This is an optimization exercise on Yosys and OpenROAD, whose aim is small area, a short achievable clock period and few clock cycles per item, not a production implementation. Function was checked by simulation only, so behaviour that the tests miss may differ from the original.

--- flow/config.mk ---
export PLATFORM = sky130hd
export DESIGN_NAME = cmp_coder
export DESIGN_NICKNAME = cmp_coder
export VERILOG_FILES = /design/flow/design.v
export SDC_FILE = /design/flow/constraint.sdc
export NUM_CORES = 4
export LEC_CHECK = 0
export CAP_MARGIN = 20
export CORE_MARGIN = 2
export CORE_UTILIZATION = 40
export SLEW_MARGIN = 20
--- flow/constraint.sdc ---
create_clock -name core_clock -period 55.0 [get_ports {clk}]
set_input_delay 11.0000 -clock core_clock [delete_from_list [all_inputs] [get_ports {clk}]]
set_output_delay 11.0000 -clock core_clock [all_outputs]
set_load 0.01 [all_outputs]
--- flow/design.v ---
module cmp_coder (
    input  wire        clk,
    input  wire        rst,         
    input  wire [1:0]  cfg_fmt,     
    input  wire [1:0]  cfg_type,    
    input  wire        cfg_pred,    
    input  wire [2:0]  cfg_e,       
    input  wire        in_valid,
    output wire        in_ready,
    input  wire [15:0] in_pix,
    input  wire        in_last,
    output reg         out_valid,
    input  wire        out_ready,
    output reg  [31:0] out_data,
    output reg         out_last,
    output reg  [15:0] res_len,     
    output reg  [15:0] res_npix,    
    output reg  [31:0] res_crc      
);
    localparam [1:0] T_RAW = 2'd1, T_BOUNDED = 2'd3;    
    localparam [31:0] CRC_POLY = 32'h82F6_3B78;    
    reg        busy;         
    reg        flushing;     
    reg [1:0]  fmt_r;
    reg [1:0]  type_r;
    reg        pred_r;
    reg [2:0]  e_r;
    reg [15:0] h1;           
    reg [15:0] h2;           
    reg [15:0] npix;         
    reg [21:0] a_r [0:3];
    reg [6:0]  n_r [0:3];
    reg [15:0] mprev;
    reg [71:0] acc;          
    reg [6:0]  nbits;
    reg [19:0] totbits;      
    reg [31:0] crc;          
    reg [2:0]  cbits;        
    wire [1:0] fmt  = busy ? fmt_r  : cfg_fmt;
    wire [1:0] typ  = busy ? type_r : cfg_type;
    wire       pred = busy ? pred_r : cfg_pred;
    wire [2:0] ee   = busy ? e_r    : cfg_e;
    wire [4:0]  b    = (fmt == 2'd0) ? 5'd10 : (fmt == 2'd1) ? 5'd12 : 5'd16;
    wire [16:0] size = 17'd1 << b;
    wire [15:0] maxv = size[15:0] - 16'd1;
    wire [15:0] half = size[16:1];
    wire [15:0] x    = in_pix & maxv;
    wire [15:0] npix_now = busy ? npix : 16'd0;
    reg  [15:0] p;
    always @(*) begin
        if (!pred)
            p = (npix_now >= 16'd1) ? h1 : half;
        else
            p = (npix_now >= 16'd2) ? h2 : (npix_now == 16'd1) ? h1 : half;
    end
    reg [1:0] c;
    always @(*) begin
        if (!busy || mprev == 16'd0) c = 2'd0;
        else if (mprev <= 16'd2)     c = 2'd1;
        else if (mprev <= 16'd14)    c = 2'd2;
        else                         c = 2'd3;
    end
    wire [4:0]  w     = {1'b0, ee, 1'b0} + 5'd1;         
    wire signed [17:0] d = $signed({2'b00, x}) - $signed({2'b00, p});
    wire [16:0] ad    = d[17] ? -d[16:0] : d[16:0];
    wire [16:0] qb    = (ad + {14'd0, ee}) / {12'd0, w};
    wire signed [17:0] eb = d[17] ? -$signed({1'b0, qb}) : $signed({1'b0, qb});
    wire signed [22:0] hb_full = $signed({7'd0, p}) + eb * $signed({1'b0, w});
    reg [15:0] hnew;
    reg signed [17:0] ev;
    always @(*) begin
        if (typ == T_BOUNDED) begin
            ev = eb;
            if (hb_full < 0)
                hnew = 16'd0;
            else if (hb_full > $signed({7'd0, maxv}))
                hnew = maxv;
            else
                hnew = hb_full[15:0];
        end else begin
            ev = ((d[16:0] & {1'b0, maxv}) >= {1'b0, half})
                 ? $signed({1'b0, d[16:0] & {1'b0, maxv}}) - $signed({1'b0, size})
                 : $signed({1'b0, d[16:0] & {1'b0, maxv}});
            hnew = x;
        end
    end
    wire signed [17:0] m_full = ev[17] ? (-(ev <<< 1) - 18'sd1) : (ev <<< 1);
    wire [16:0] m = m_full[16:0];
    wire [21:0] a_c = a_r[c];
    wire [6:0]  n_c = n_r[c];
    reg  [4:0]  k;
    integer kk;
    always @(*) begin
        k = 5'd17;
        for (kk = 17; kk >= 0; kk = kk - 1)
            if (({22'd0, n_c} << kk) >= {7'd0, a_c})
                k = kk[4:0];
    end
    wire [16:0] qv = m >> k;
    reg  [39:0] code;
    reg  [5:0]  clen;
    always @(*) begin
        if (typ == T_RAW) begin
            code = {24'd0, x};
            clen = {1'b0, b};
        end else if (qv < 17'd24) begin
            code = ({40'd0} | ((40'd1 << qv[4:0]) - 40'd1))
                 | ({23'd0, m & ((17'd1 << k) - 17'd1)} << (qv[4:0] + 5'd1));
            clen = {1'b0, qv[4:0]} + 6'd1 + {1'b0, k};
        end else begin
            code = {m[15:0], 24'hFF_FFFF};
            clen = 6'd24 + {1'b0, b};
        end
    end
    function [31:0] crc_bits;
        input [31:0] cin;
        input [15:0] data;
        input [4:0]  nb;
        integer i;
        reg [31:0] cc;
        begin
            cc = cin;
            for (i = 0; i < 16; i = i + 1)
                if (i < nb)
                    cc = (cc[0] ^ data[i]) ? ((cc >> 1) ^ CRC_POLY) : (cc >> 1);
            crc_bits = cc;
        end
    endfunction
    wire [2:0]  pad     = 3'd0 - cbits;
    wire [31:0] crc_fin = crc_bits(crc, 16'd0, {2'b00, pad}) ^ 32'hFFFF_FFFF;
    wire slot_free = !out_valid || out_ready;
    wire take = slot_free && (flushing ? (nbits != 7'd0) : (nbits >= 7'd32));
    wire take_last = flushing && (nbits <= 7'd32);
    assign in_ready = !flushing && (nbits <= 7'd32);
    wire accept = in_valid && in_ready;
    wire [71:0] acc1 = take ? (acc >> 32) : acc;
    wire [6:0]  nb1  = take ? ((nbits > 7'd32) ? nbits - 7'd32 : 7'd0) : nbits;
    integer j;
    always @(posedge clk) begin
        if (rst) begin
            busy      <= 1'b0;
            flushing  <= 1'b0;
            npix      <= 16'd0;
            mprev     <= 16'd0;
            acc       <= 72'd0;
            nbits     <= 7'd0;
            totbits   <= 20'd0;
            crc       <= 32'hFFFF_FFFF;
            cbits     <= 3'd0;
            out_valid <= 1'b0;
            out_last  <= 1'b0;
            for (j = 0; j < 4; j = j + 1) begin
                a_r[j] <= 22'd4;
                n_r[j] <= 7'd1;
            end
        end else begin
            if (out_valid && out_ready)
                out_valid <= 1'b0;
            if (take) begin
                out_valid <= 1'b1;
                out_data  <= acc[31:0];
                out_last  <= take_last;
                if (take_last) begin
                    res_len  <= totbits[18:3] + {15'd0, totbits[2:0] != 3'd0};
                    res_npix <= npix;
                    res_crc  <= crc_fin;
                    flushing <= 1'b0;
                    npix     <= 16'd0;
                    mprev    <= 16'd0;
                    totbits  <= 20'd0;
                    crc      <= 32'hFFFF_FFFF;
                    cbits    <= 3'd0;
                    for (j = 0; j < 4; j = j + 1) begin
                        a_r[j] <= 22'd4;
                        n_r[j] <= 7'd1;
                    end
                end
            end
            acc   <= acc1;
            nbits <= nb1;
            if (accept) begin
                if (!busy) begin
                    fmt_r  <= cfg_fmt;
                    type_r <= cfg_type;
                    pred_r <= cfg_pred;
                    e_r    <= cfg_e;
                end
                busy     <= !in_last;
                flushing <= in_last;
                acc      <= acc1 | ({32'd0, code} << nb1);
                nbits    <= nb1 + {1'b0, clen};
                totbits  <= totbits + {14'd0, clen};
                npix     <= npix_now + 16'd1;
                h2       <= h1;
                h1       <= hnew;
                mprev    <= m[15:0];
                crc      <= crc_bits(crc, hnew, b);
                cbits    <= cbits + b[2:0];
                if (typ != T_RAW) begin
                    if (n_c == 7'd63) begin
                        a_r[c] <= (a_c + {5'd0, m}) >> 1;
                        n_r[c] <= 7'd32;
                    end else begin
                        a_r[c] <= a_c + {5'd0, m};
                        n_r[c] <= n_c + 7'd1;
                    end
                end
            end
        end
    end
endmodule
--- flow/run.sh ---
#!/bin/bash
# synth_recipe.tcl (not shown) runs the flow's synth.tcl, then flattens the netlist and writes it again
# the make line also repeats each setting of config.mk as NAME=value (left out here)
make -C /OpenROAD-flow-scripts/flow DESIGN_CONFIG=/design/flow/config.mk WORK_HOME=/design/flow/orfs CLKGATE_MAP_FILE= SYNTH_SCRIPT=/design/flow/synth_recipe.tcl finish
==> flow_metrics.env <==
export IMPL_status="finished clean"
export IMPL_synth_common_cells="635 x nor2_1, 595 x nand2_1, 425 x a21oi_1"
export IMPL_ys_async_sr_fraction_pct=0
export IMPL_ys_flop_type="edfxtp_1"
export IMPL_hold_ws_ns=0.427
export IMPL_stdcell_count=7688
export IMPL_dp_hpwl_um=136000
export IMPL_hold_end="out_data[2]"
export IMPL_r2r_end="crc[17]"
export IMPL_h_tree_depth=2
export IMPL_min_period_ns=52.95
export IMPL_avgSynthCellArea_sq_um=8.01
export IMPL_drv_cap=0
export IMPL_r2r_worst_path_cells=219
export IMPL_antenna_found_initial=9
export IMPL_synth_most_common_cell="nor2_1"
export IMPL_ys_types=159
export IMPL_finalNetCount=6519
export IMPL_crit_path_max_incr_delay_ns=0.54
export IMPL_grt_overflow=0
export IMPL_grt_pass1_wl_um=271000
export IMPL_ys_seq_area_share_pct=23.3
export IMPL_whs_path_depth=0
export IMPL_wl_um=178000
export IMPL_holdBufCountCts=0
export IMPL_firstDrtPassIters=6
export IMPL_post_dp_cell_area_sq_mm=0.0515
export IMPL_end_kind="flip-flop"
export IMPL_dieHeight_um=346
export IMPL_crit_slowest_cell="or4_1"
export IMPL_finalHoldViolations=0
export IMPL_worstPathRequired_ns=55.47
export IMPL_r2r_start="busy"
export IMPL_cts_tree="yes"
export IMPL_synth_area_leaders="edfxtp_1 16%, ha_1 8.3%, dfxtp_1 7.2%"
export IMPL_clockRootBuffer="clkbuf_16"
export IMPL_hold_start="acc[2]"
export IMPL_path_max_fanout=10
export IMPL_die_area_sq_mm=0.120
export IMPL_grt_max_degree=71
export IMPL_setup_violations_final=0
export IMPL_critPathLaunchType="input port"
export IMPL_numCtsBuffers=48
export IMPL_path_buf_inv=23
export IMPL_synth_edff_count=252
export IMPL_rows=125
export IMPL_synth_top_cell_area_share_pct=16.2
export IMPL_synth_top_cell_by_area="edfxtp_1"
export IMPL_wl_per_cell_um=23.2
export IMPL_die_w_um=346
export IMPL_cpMostUsedCell="a21oi_2"
export IMPL_worstSkewPairLatency_ns=0.61
export IMPL_io_buffers=127
export IMPL_dr_first_iter_drc_count=5297
export IMPL_report_final_slew_viol_count=0
export IMPL_max_slew_margin_rel_pct=14.6
export IMPL_synthesis_area_sq_mm=0.0468
export IMPL_clkSinkCount=420
export IMPL_pin_count=128
export IMPL_start_util_pct=40.3
export IMPL_via_per_inst=6.15
export IMPL_ys_warn_count=1
export IMPL_dp_cells=7529
export IMPL_cts_reportedPaths_clkPinSlew_ns=0.07
export IMPL_track_usage_pct=28.5
export IMPL_post_route_period_util_pct=96.3
export IMPL_drive_above_1_share_pct=14.6
export IMPL_reg2reg_setup_slack_ns=11.09
export IMPL_post_route_cell_area_sq_mm=0.0545
export IMPL_arrival_ns=53.42
export IMPL_critPathTopFamily="compound AO/OA/AOI/OAI gates"
export IMPL_hold_path_class="flip-flop to flip-flop"
export IMPL_ys_seq_elements=420
export IMPL_tightest_slew_ns=1.27
export IMPL_grt_pass1_vias=44200
export IMPL_synth_cells=5843
export IMPL_finalSetupTns_ns=0
export IMPL_timing_fmax_mhz=18.9
export IMPL_post_route_drc_count=0
export IMPL_timing_worst_setup_path_type="input port to flip-flop"
export IMPL_cts_buffer_depth=3
export IMPL_dr_total_vias=47300
export IMPL_ant_nets=0
export IMPL_core_area_sq_mm=0.116
export IMPL_gp_congestion=0.993
export IMPL_area_delta_synth_final_pct=16.3
export IMPL_skew_ns=0.0199
placed cells by master, fill, tap and decap left out, types with 107 or more instances in the layout:
master,n
a21oi_1,399
dfxtp_1,167
nor2_1,618
nor3_1,117
buf_4,410
nand3_1,167
xor2_1,148
ha_1,303
xnor2_1,254
o21ai_0,253
mux2i_1,126
edfxtp_1,252
a21o_1,107
nand2_1,585
clkdlybuf4s50_1,125
inv_1,264
cell type report:
cell class                      instances  area (sq um)
Sequential cell                       420         10900
Clock buffer                           54          1260
Multi-Input combinational cell       4829         34500
Fill cell                           11400         61700
Timing Repair Buffer                  542          4410
Inverter                              282          1060
Tap cell                             1524          1910
Antenna cell                            1          2.50
Clock inverter                         36           393
routing by layer:
| metal | wire, um | GRT usage, % | up-vias |
|---|---|---|---|
| li1 | - | - | 22100 |
| met1 | 77800 | 39.5 | 22900 |
| met2 | 80700 | 45.8 | 2016 |
| met3 | 14100 | 4.24 | 337 |
| met4 | 5880 | 8.19 | 2 |
| met5 | 12 | 0 | - |
timing repair:
| action | CTS | global route |
|---|---|---|
| buffers inserted | 1 | 66 |
| gates resized for setup | 7 | 125 |
| pin swaps | 1 | 89 |
| setup endpoints to repair | 16 | 71 |
| hold endpoints to repair | 0 | 0 |
registers in the layout, indices dropped and copies added, names as in the netlist:
register,count
res_len,16
out_data,32
flushing,1
out_last,1
pred_r,1
out_valid,1
h2,16
e_r,3
busy,1
h1,16
res_npix,16
crc,32
npix,16
acc,72
type_r,2
nbits,7
n_r,28
cbits,2
a_r,88
mprev,16
res_crc,32
fmt_r,2
totbits,19
worst max path at each step:
stage,from,cells after the start,endpoint,slack (ns)
after global placement,cfg_pred,212,crc[22],0.33
after floorplan,cfg_pred,223,crc[5],0.02
after detailed placement,cfg_pred,211,crc[22],-0.85
after global routing,cfg_pred,221,crc[20],-0.36
after CTS,cfg_pred,211,crc[22],0.01
final,cfg_pred,217,crc[17],2.05
stage by stage:
step / utilization [%] / setup WS, ns
floorplan: - / 0.0235
global placement: 44.3 / 0.329
detailed placement: 44.3 / -0.845
CTS: 45.8 / 0.0135
global route: 46.9 / -0.357
finish: 46.9 / 2.05
kinds of logic after synthesis:
group           share of synthesized area [%]
compound gates                           26.3
mux                                      4.84
flops                                    23.3
fa+ha+maj                                10.8
xor+xnor                                 8.74
other cells                            0.0160
buf+inv                                  5.93
simple gates                             20.1
Testbench counts, summed over its fixed seeds: cycles 157,416, pixels 137,713.

-- static timing again, ports no longer ideal --
No port has a modelled driver above. Below, the same layout with a new extraction and two added sets of constraints. Step 1: set_driving_cell puts a clkbuf_16 on clk and a buf_2 on each other input, an assumption about the parent block. Step 2 adds t to the input delays and takes it off the output delays; t is the mean of the earliest and latest rising clock arrival at the registers after step 1. Input paths then give back, and output paths get back, about the clock's delay inside the block. a / b / c = ideal / step 1 / step 2; a / b = the first two.
shift t [ns]: 0.675
setup slack, ns: 2.052 / 2.034 / 1.358
clock arrival spread, ns: 0.021 / 0.021
worst register clock-pin slew, ns: 0.07 / 0.07
worst slew at a driven data input, ns: 0.09
After both steps setup and hold are still met in this run. For this run, drivers alone change the setup slack by -0.018 ns; drivers and shift together by -0.694 ns.
